This design comes from an exercise in tuning for small area on the open sky130 flow, not from production work.
The RTL was checked by simulation tests, not by an equivalence proof against the original design.
No activity file was given, so power comes from the tool's default toggle rates. No driver is modelled on the clock port, so clocking that relies on it looks cheaper here than on a real chip.

## job 101
// zr_wheel
module zr_wheel (
    input  wire        clk,
    input  wire        rst_n,           
    input  wire        tick,
    input  wire        lol,
    input  wire        abort,
    input  wire        retune,
    input  wire        cmd_start,
    input  wire        cmd_stop,
    input  wire        cmd_home,
    input  wire        cfg_we,
    input  wire [2:0]  cfg_addr,
    input  wire [31:0] cfg_wdata,
    input  wire        seg_we,
    input  wire [3:0]  seg_widx,
    input  wire [31:0] seg_wword0,
    input  wire [31:0] seg_wword1,
    input  wire        load_commit,
    input  wire [5:0]  load_nseg,
    output reg  [31:0] ofs,
    output reg  [1:0]  state,
    output reg         gliding,
    output reg         pend,
    output reg         home_pend,
    output reg  [3:0]  seg,
    output reg  [15:0] pcnt,
    output reg  [15:0] underrun_cnt,
    output reg  [15:0] clip_cnt,
    output reg         ev_clip,
    output reg         ev_empty,
    output reg         ev_done,
    output reg         ev_glide,
    output reg         ev_underrun,
    output reg         ev_pause,
    output reg         ev_resume,
    output reg         ev_abort,
    output reg         ev_poison,
    output reg         ev_nostart
);
For scale: about 220 I/O pins.
Settings: LEC_CHECK=0, ABC_AREA=1, CAP_MARGIN=10, CORE_MARGIN=2, CORE_UTILIZATION=70, SLEW_MARGIN=10; clock period 15.0 ns.
standard.sh (not shown) runs the stock make flow with config.mk's settings and CLKGATE_MAP_FILE= SYNTH_SCRIPT=/design/flow/synth_recipe.tcl, a recipe that flattens the netlist after the stock synthesis.
==> flow/flow/run.sh <==
#!/bin/bash
# Standard ORFS layout with three changes:
#  - Yosys's ABC step uses flow/abc_area.script (area-oriented mapping with
#    choices) instead of ORFS's abc_area.script; nothing else in synthesis
#    changes, so the registers are those of the standard synthesis;
#  - ports are buffered with the smallest buffer;
#  - clock tree synthesis uses larger sink clusters and no dummy loads.
set -euo pipefail
here=$(pwd)
rm -rf "$here/scripts_local"
cp -r "$FLOW_HOME/scripts" "$here/scripts_local"
cp "$here/flow/abc_area.script" "$here/scripts_local/abc_area.script"
export SCRIPTS_DIR="$here/scripts_local"
export BUFFER_PORTS_ARGS="-buffer_cell sky130_fd_sc_hd__buf_1"
export CTS_ARGS="-sink_clustering_enable -repair_clock_nets -dont_use_dummy_load -sink_clustering_size 25 -sink_clustering_max_diameter 100"
bash standard.sh > "$here/standard.log" 2>&1
==> flow/flow/abc_area.script <==
strash
dch -f
map -a
&get -n
&dch -f
&nf -R 1000
&put
topo
stime -c
buffer -c
upsize -c
dnsize -c
What job 102 does differently from job 101 at the input level:
-- flow/flow/run.sh --
<<< job 101, line 13
export SCRIPTS_DIR="$here/scripts_local"
export BUFFER_PORTS_ARGS="-buffer_cell sky130_fd_sc_hd__buf_1"
export CTS_ARGS="-sink_clustering_enable -repair_clock_nets -dont_use_dummy_load -sink_clustering_size 25 -sink_clustering_max_diameter 100"
bash standard.sh > "$here/standard.log" 2>&1
>>> job 102, line 13
export SCRIPTS_DIR="$here/scripts_local"
export BUFFER_PORTS_ARGS="-buffer_cell sky130_fd_sc_hd__buf_1"
export CTS_ARGS="-sink_clustering_enable -repair_clock_nets -dont_use_dummy_load -sink_clustering_size 30 -sink_clustering_max_diameter 100"
bash standard.sh > "$here/standard.log" 2>&1
## What came out
- Looking at end point of the critical path, the clip_cnt[0]$_SDFFE_PN0P_ result is from job 102; the clip_cnt[12]$_SDFFE_PN0P_ one comes from job 101.
- For cell count, job 101 and job 102 come out practically identical.
- Job 101 was larger in final cell area than job 102.
- Summary — register fraction of the total cell area, job 102 relative to job 101: higher, by 0.22 points.
- Job 102 against job 101: clock network fraction of total power fell 1.5 points, overall routed net length down 1.1 mm.
- Between job 102 and job 101, it is job 102 whose area growth from synthesis to final layout is lower, by 0.36 points.
What job 103 does differently from job 102 at the input level:
- CORE_UTILIZATION: 70 -> 60
-- flow/flow/run.sh --
<<< job 102, line 13
export SCRIPTS_DIR="$here/scripts_local"
export BUFFER_PORTS_ARGS="-buffer_cell sky130_fd_sc_hd__buf_1"
export CTS_ARGS="-sink_clustering_enable -repair_clock_nets -dont_use_dummy_load -sink_clustering_size 30 -sink_clustering_max_diameter 100"
bash standard.sh > "$here/standard.log" 2>&1
>>> job 103, line 13
export SCRIPTS_DIR="$here/scripts_local"
export BUFFER_PORTS_ARGS="-buffer_cell sky130_fd_sc_hd__buf_1"
export CTS_ARGS="-sink_clustering_enable -repair_clock_nets -dont_use_dummy_load -sink_clustering_size 25 -sink_clustering_max_diameter 100"
bash standard.sh > "$here/standard.log" 2>&1
### Flow results
- Diff job 102 -> job 103: detailed-routed wire length on met2 climbed 4.1 mm; proportion of power drawn by combinational gates essentially unchanged; final critical-path share of the clock period saw an increase; routed wire length rose about 3.7%.

## afterwards: timing with drivers on the ports
Ports are ideal in the flow. The routed layouts listed here were re-timed in OpenROAD.
Step 1: set_driving_cell puts a clkbuf_16 on clk and a buf_2 on each other input, an assumption about the parent block.
Step 2 times the ports against the registers' clock, not the clock port: input delays grow and output delays shrink by t, the midpoint of the rising clock arrivals with the driver on.
Slacks: ideal / step 1 / step 2; pairs: ideal / step 1.
run | t (ns) | setup WS [ns] | worst hold slack (ns) | latest minus earliest clock arrival (ns) | slew at the worst register clock pin (ns)
job 101 | 0.787 | 1.273 / 1.273 / 1.273 | 0.460 / 0.460 / 0.460 | 0.065 / 0.066 | 0.11 / 0.11
job 102 | 0.765 | 1.245 / 1.245 / 1.245 | 0.462 / 0.462 / 0.462 | 0.090 / 0.090 | 0.12 / 0.12
job 103 | 0.807 | 1.076 / 1.076 / 1.076 | 0.461 / 0.461 / 0.461 | 0.092 / 0.092 | 0.11 / 0.11
After both steps every run listed still meets setup and hold.
